Context: an optimization exercise on an open-source flow, tuned for small area and a short achievable clock period. The choices shown serve that exercise and are no tape-out recipe.
Only simulation tests tie the RTL to the original design; equivalence was not proved.
Power and IR drop assume default switching activity.

[design/flow/design.v]
module trail_core (
    input  wire        clk,
    input  wire        rst,
    input  wire [7:0]  cfg_filt_n,
    input  wire [1:0]  cfg_decode,    
    input  wire        cfg_invert,
    input  wire [4:0]  cfg_pint,      
    input  wire [23:0] cfg_still,     
    input  wire        enc_a,
    input  wire        enc_b,
    input  wire        preset,        
    input  wire [55:0] preset_val,
    output wire [63:0] pos,
    output wire [31:0] spd,
    output wire [1:0]  spd_state,     
    output wire        speed_valid,
    output wire        dir,           
    output wire        illegal,       
    output wire [15:0] illegal_cnt
);
    localparam [1:0] ST_STILL    = 2'd0;
    localparam [1:0] ST_STARTING = 2'd1;
    localparam [1:0] ST_RUNNING  = 2'd2;
    localparam [1:0] ST_REVERSED = 2'd3;
    localparam [23:0] DT_MAX = 24'hffffff;
    wire [7:0] filt_n = (cfg_filt_n < 8'd2) ? 8'd2 : cfg_filt_n;
    wire [4:0] pint   = (cfg_pint == 5'd0) ? 5'd1 :
                        (cfg_pint > 5'd16) ? 5'd16 : cfg_pint;
    wire [23:0] still_n = (cfg_still == 24'd0) ? 24'd1 : cfg_still;
    reg       fa, fb;
    reg [7:0] ca, cb;
    wire ea = (enc_a != fa) && (ca + 8'd1 >= filt_n);
    wire eb = (enc_b != fb) && (cb + 8'd1 >= filt_n);
    always @(posedge clk) begin
        if (rst) begin
            fa <= 1'b0;
            fb <= 1'b0;
            ca <= 8'd0;
            cb <= 8'd0;
        end else begin
            if (enc_a == fa || ea) ca <= 8'd0;
            else                   ca <= ca + 8'd1;
            if (ea) fa <= enc_a;
            if (enc_b == fb || eb) cb <= 8'd0;
            else                   cb <= cb + 8'd1;
            if (eb) fb <= enc_b;
        end
    end
    wire fa_new = enc_a;      
    wire fb_new = enc_b;      
    wire is_illegal = ea && eb;
    reg count_ev;
    reg raw_dir;
    always @(*) begin
        count_ev = 1'b0;
        raw_dir  = 1'b0;
        if (!is_illegal) begin
            if (ea) begin
                raw_dir = (fa_new == fb);
                case (cfg_decode)
                    2'd0, 2'd1: count_ev = 1'b1;
                    default:    count_ev = fa_new;
                endcase
            end else if (eb) begin
                raw_dir  = (fb_new != fa);
                count_ev = (cfg_decode == 2'd0);
            end
        end
    end
    wire ev_dir = raw_dir ^ cfg_invert;
    reg [31:0] now;
    always @(posedge clk) begin
        if (rst) now <= 32'd0;
        else     now <= now + 32'd1;
    end
    reg signed [55:0] cnt;
    reg signed [55:0] bnd;
    reg               pdir;
    reg        [23:0] dt;
    always @(posedge clk) begin
        if (rst) begin
            cnt  <= 56'sd0;
            bnd  <= 56'sd0;
            pdir <= 1'b1;
            dt   <= 24'd0;
        end else if (preset) begin
            bnd <= preset_val;
            cnt <= pdir ? preset_val : preset_val - 56'sd1;
            dt  <= 24'd0;
        end else if (count_ev) begin
            if (ev_dir) begin
                cnt <= cnt + 56'sd1;
                bnd <= cnt + 56'sd1;
            end else begin
                cnt <= cnt - 56'sd1;
                bnd <= cnt;
            end
            pdir <= ev_dir;
            dt   <= 24'd0;
        end else if (dt != DT_MAX) begin
            dt <= dt + 24'd1;
        end
    end
    reg [31:0] hist [0:15];       
    reg [4:0]  nint;              
    reg [1:0]  state;
    reg        sdir_ok;           
    reg        sdir;
    reg signed [31:0] ispd;
    reg [23:0] last_int;
    reg [23:0] idle;
    wire [4:0]  nint_next = (nint == 5'd16) ? 5'd16 : nint + 5'd1;
    wire [4:0]  k         = (nint_next < pint) ? nint_next : pint;
    wire [31:0] span      = now - hist[k - 5'd1];
    wire [36:0] num       = 37'd8000000000 * k;
    wire [36:0] quo       = num / span;
    wire [30:0] mag       = (quo > 37'h7fffffff) ? 31'h7fffffff : quo[30:0];
    wire signed [31:0] meas = ev_dir ? $signed({1'b0, mag}) : -$signed({1'b0, mag});
    wire [23:0] dt_next  = (dt == DT_MAX) ? DT_MAX : dt + 24'd1;
    wire [32:0] dlim     = 33'd8000000000 / dt_next;
    wire [30:0] dlim_sat = (dlim > 33'h7fffffff) ? 31'h7fffffff : dlim[30:0];
    wire [30:0] ispd_abs = ispd[31] ? -ispd[30:0] : ispd[30:0];
    wire [23:0] idle_next = (idle == DT_MAX) ? DT_MAX : idle + 24'd1;
    integer h;
    always @(posedge clk) begin
        if (rst) begin
            nint     <= 5'd0;
            state    <= ST_STILL;
            sdir_ok  <= 1'b0;
            sdir     <= 1'b0;
            ispd     <= 32'sd0;
            last_int <= 24'd0;
            idle     <= 24'd0;
            for (h = 0; h < 16; h = h + 1)
                hist[h] <= 32'd0;
        end else if (is_illegal) begin
            state   <= ST_STARTING;
            sdir_ok <= 1'b0;
            ispd    <= 32'sd0;
            idle    <= 24'd0;
        end else if (count_ev) begin
            idle <= 24'd0;
            last_int <= dt_next;
            for (h = 15; h > 0; h = h - 1)
                hist[h] <= hist[h-1];
            hist[0] <= now;
            case (state)
                ST_STILL: begin
                    state   <= ST_STARTING;
                    sdir_ok <= 1'b1;
                    sdir    <= ev_dir;
                    ispd    <= 32'sd0;
                    nint    <= 5'd0;
                end
                ST_STARTING: begin
                    if (!sdir_ok) begin
                        sdir_ok <= 1'b1;
                        sdir    <= ev_dir;
                        nint    <= 5'd0;
                    end else if (ev_dir == sdir) begin
                        state <= ST_RUNNING;
                        ispd  <= meas;
                        nint  <= nint_next;
                    end else begin
                        state <= ST_REVERSED;
                        sdir  <= ev_dir;
                        ispd  <= 32'sd0;
                        nint  <= 5'd0;
                    end
                end
                ST_RUNNING: begin
                    if (ev_dir == sdir) begin
                        ispd <= meas;
                        nint <= nint_next;
                    end else begin
                        state <= ST_REVERSED;
                        sdir  <= ev_dir;
                        ispd  <= 32'sd0;
                        nint  <= 5'd0;
                    end
                end
                default: begin  
                    if (ev_dir == sdir) begin
                        state <= ST_RUNNING;
                        ispd  <= meas;
                        nint  <= nint_next;
                    end else begin
                        sdir <= ev_dir;
                        nint <= 5'd0;
                    end
                end
            endcase
        end else begin
            idle <= idle_next;
            if (state != ST_STILL && idle_next >= still_n) begin
                state <= ST_STILL;
                ispd  <= 32'sd0;
            end else if (dt_next > last_int && dlim_sat < ispd_abs) begin
                ispd <= ispd[31] ? -$signed({1'b0, dlim_sat}) : $signed({1'b0, dlim_sat});
            end
        end
    end
    reg signed [31:0] spd_d   [0:3];
    reg        [1:0]  state_d [0:3];
    always @(posedge clk) begin
        if (rst) begin
            for (h = 0; h < 4; h = h + 1) begin
                spd_d[h]   <= 32'sd0;
                state_d[h] <= ST_STILL;
            end
        end else begin
            spd_d[0]   <= ispd;
            state_d[0] <= state;
            for (h = 1; h < 4; h = h + 1) begin
                spd_d[h]   <= spd_d[h-1];
                state_d[h] <= state_d[h-1];
            end
        end
    end
    wire signed [31:0] spd_vis   = spd_d[3];
    wire        [1:0]  state_vis = state_d[3];
    wire               valid_vis = (state_vis == ST_STILL) || (state_vis == ST_RUNNING);
    wire [30:0] spd_abs = spd_vis[31] ? -spd_vis[30:0] : spd_vis[30:0];
    wire [54:0] prod    = spd_abs * dt;
    wire [54:0] trav_q  = prod / 55'd31250000;
    wire [7:0]  travel  = !valid_vis ? 8'd0 :
                          (trav_q > 55'd255) ? 8'd255 : trav_q[7:0];
    wire signed [63:0] base = {bnd, 8'd0};
    assign pos = pdir ? base + {56'd0, travel} : base - {56'd0, travel};
    reg        ill_q;
    reg [15:0] ill_cnt;
    always @(posedge clk) begin
        if (rst) begin
            ill_q   <= 1'b0;
            ill_cnt <= 16'd0;
        end else begin
            ill_q <= is_illegal;
            if (is_illegal)
                ill_cnt <= ill_cnt + 16'd1;
        end
    end
    assign spd         = spd_vis;
    assign spd_state   = state_vis;
    assign speed_valid = valid_vis;
    assign dir         = pdir;
    assign illegal     = ill_q;
    assign illegal_cnt = ill_cnt;
endmodule
[design/flow/run.sh]
#!/bin/bash
# synth_recipe.tcl (not shown) runs the flow's synth.tcl, then flattens the netlist and writes it again
# the make line also repeats each setting of config.mk as NAME=value (left out here)
make -C /OpenROAD-flow-scripts/flow DESIGN_CONFIG=/design/flow/config.mk WORK_HOME=/design/flow/orfs CLKGATE_MAP_FILE= SYNTH_SCRIPT=/design/flow/synth_recipe.tcl finish
[design/flow/config.mk]
export PLATFORM = sky130hd
export DESIGN_NAME = trail_core
export DESIGN_NICKNAME = trail_core
export VERILOG_FILES = /design/flow/design.v
export SDC_FILE = /design/flow/constraint.sdc
export NUM_CORES = 4
export LEC_CHECK = 0
export CAP_MARGIN = 20
export CORE_MARGIN = 2
export CORE_UTILIZATION = 40
export SLEW_MARGIN = 20
[design/flow/constraint.sdc]
create_clock -name core_clock -period 220.0 [get_ports {clk}]
set_input_delay 44.0000 -clock core_clock [delete_from_list [all_inputs] [get_ports {clk}]]
set_output_delay 44.0000 -clock core_clock [all_outputs]
set_load 0.01 [all_outputs]
==> flow_summary.yaml <==
status:
  run_status: "complete, no violations"
setup_path:
  reg2reg_to: "ispd[30]"
  worstPathMaxFanout: 57
  cpMaxStageDelayCell: "or4_1"
  critical_path_arrival_ns: 206.45
  cp-start-kind: "primary input"
  crit_top_cell: "o21a_1"
  rrSetupSlack_ns: 56.97
  crit_buf_inv: 34
  startpoint: "cfg_pint[4]"
  cp.required_ns: 220.69
  critPathCaptureType: "flip-flop"
  r2r-start: "nint[0]"
  crit_family: "compound AO/OA/AOI/OAI gates"
  crit_path_max_incr_delay_ns: 0.56
  reg2reg_depth: 878
  path_depth: 909
  worstSetupPathType: "in2reg"
  crit_end: "ispd[30]"
synth:
  syn_area_per_cell_sq_um: 7.29
  ys_seq_elements: 941
  ys_async_sr_fraction_pct: 0
  synthTopCellsByArea: "ha_1, dfxtp_1, fa_1"
  synth_common_cells: "nand2_1, a21oi_1, nor2_1"
  ys.flop_type: "dfxtp_1"
  syn-instance-count: 23100
  post-synth-top-count-cell: "nand2_1"
  synth-seq-area-share_pct: 11.2
  synth_top_area_share_pct: 11.4
  syn_area_sq_um: 169000
  synth_top_area_cell: "ha_1"
  ys_warn_count: 4
  synth_cell_type_count: 219
  mappedNetlistNets: 25400
  synth_edf_count: 0
pwr:
  powerDensity_nw_per_um2: 3170
  swShare_pct: 54.5
  p_comb_w: 0.568
  power.leakage_nw: 72.7
  seqPwrFrac_pct: 0
  intPower_w: 0.259
  p_comb_share_pct: 99.9
  powerSeq_w: 0.000181
  max-vdd-ir-drop_v: 0.00609
  p_switching_w: 0.310
  p_clk_w: 0.000188
  clock_power_share_pct: 0
  power_leader: "combinational logic"
placement:
  gp_congestion: 0.941
  numPlacedInstances: 28200
  post-dp-hpwl_um: 420000
  io_buffers: 217
worst_hold_path:
  hold_depth: 1
  hold_path.class: "reg2reg"
  min_from: "spd_d[1][9]"
  worstHoldEndpoint: "spd_d[2][9]"
routing:
  viasPerCell: 5.82
  wl_um: 555000
  wl_per_cell_um: 19.5
  via_count: 165000
  dr.pass1.iters: 6
  drt-initial-drc-count: 13200
  antenna_violating_nets_post_route: 0
  drc: 0
layout:
  fin_nets: 25000
  syn2layout_area_growth_pct: 6.19
  finalNonFillerCells: 28400
  drive_above_1_share_pct: 8.57
clock_tree:
  cts.clk_slew.worst_paths_ns: 0.06
  h-tree-depth: 3
  cts_tree: "built"
  cts.sinks: 941
  cts_root_buffer: "clkbuf_16"
  clockBufferDepth: 3
  cts_made_buffers: 101
  insertion_delay_ns: 0.78
  holdBufCountCts: 0
global_routing:
  antenna_found_initial: 6
  grt_pass1_wl_um: 872000
  grt_overflow: 0
  grtUsageTotal_pct: 24.9
  grt_pass1_vias: 155000
  grt_max_degree: 198
die:
  num_rows: 238
  start_util_pct: 40.2
  die-area_sq_um: 427000
  die_x_um: 654
  core_area_sq_um: 420000
  die_h_um: 654
  ios: 218
timing:
  finClkSkew_ns: 0.0714
  tightest_slew_ns: 1.14
  finalSetupViolations: 0
  fmax_mhz: 4.86
  slew_headroom_pct: 23.1
  final.period_utilization_pct: 93.5
  hold_ws_ns: 0.380
  finalMaxSlewViolations: 0
  fin_crit_ns: 205.76
  hold_viol: 0
job:
  maxCapViolCount: 0
[area by class of cell]
cell class                      count  area (sq um)
Antenna cell                        2          5.00
Clock buffer                      126          2730
Clock inverter                     63           876
Fill cell                       43200        241000
Inverter                         1359          5160
Multi-Input combinational cell  19700        140000
Sequential cell                   941         18800
Tap cell                         5640          7060
Timing Repair Buffer              565          4880
[routing by layer]
metal,wire length [um],vias to the layer above,global-route usage (%)
met5,14,-,0
met4,20700,2,8.52
met3,30000,914,2.19
met2,253000,4789,41.0
met1,251000,78900,33.9
li1,-,80800,-
[flip-flops by register name, summed over array words and instances (netlist names), 32 cells and up]
signal / flops
hist: 512
spd_d: 128
bnd: 56
cnt: 56
ispd: 32
now: 32
[what timing repair did]
| item | CTS | global route |
|---|---|---|
| setup buffers | 0 | 8 |
| endpoints found under the hold margin | 0 | 0 |
| endpoints found under the setup margin | 0 | 32 |
| resized for setup | 0 | 33 |
[cells in the final DEF (no fill, tap or decap), types with 652 or more instances in the layout]
cell / count
a21oi_1: 2090
dfxtp_1: 939
fa_1: 652
ha_1: 1538
inv_1: 1335
nand2_1: 3197
nor2_1: 1881
nor3_1: 675
o21ai_0: 1148
xnor2_1: 1130
[logic make-up after synthesis]
kind of cell    count (synthesis)  share of synthesized area [%]
simple gates                 8782                           25.0
compound gates               6548                           25.7
buf+inv                      2492                           6.77
fa+ha+maj                    2200                           19.2
xor+xnor                     1709                           9.10
flops                         941                           11.2
mux                           471                           3.06
[stage by stage]
stage          total power [W]  util, %  cell area, sq um  setup WS, ns  setup TNS, ns
3_3_place_gp             0.561     41.8            175000         14.34              0
3_5_place_dp             0.565     41.8            175000         12.04              0
5_1_grt                  0.574     42.7            179000       -0.0715         -0.121
4_1_cts                  0.568     42.6            179000         11.85              0
6_report                 0.568     42.7            179000         14.24              0
2_1_floorplan            0.653        -            169000         21.21              0

-- port drivers added, routing unchanged --
How much do the figures lean on ideal ports? The routed layout below was timed once more, with nothing changed but the port constraints. Step 1 assumes that a clkbuf_16 drives the clock port and a buf_2 every other input. Step 2, shift: input delay + t, output delay - t, t = (earliest + latest rising clock arrival at the registers) / 2. This alone moves slack from input paths to output paths. Slacks: no drivers / after step 1 / after step 2; pairs: no drivers / after step 1.
t (ns): 0.831
setup slack, ns: 14.235 / 14.297 / 13.467
cell pins on the clock port's net: 1
After both steps this run still meets setup and hold. For this run, drivers alone change the setup slack by +0.062 ns; drivers and shift together by -0.768 ns.
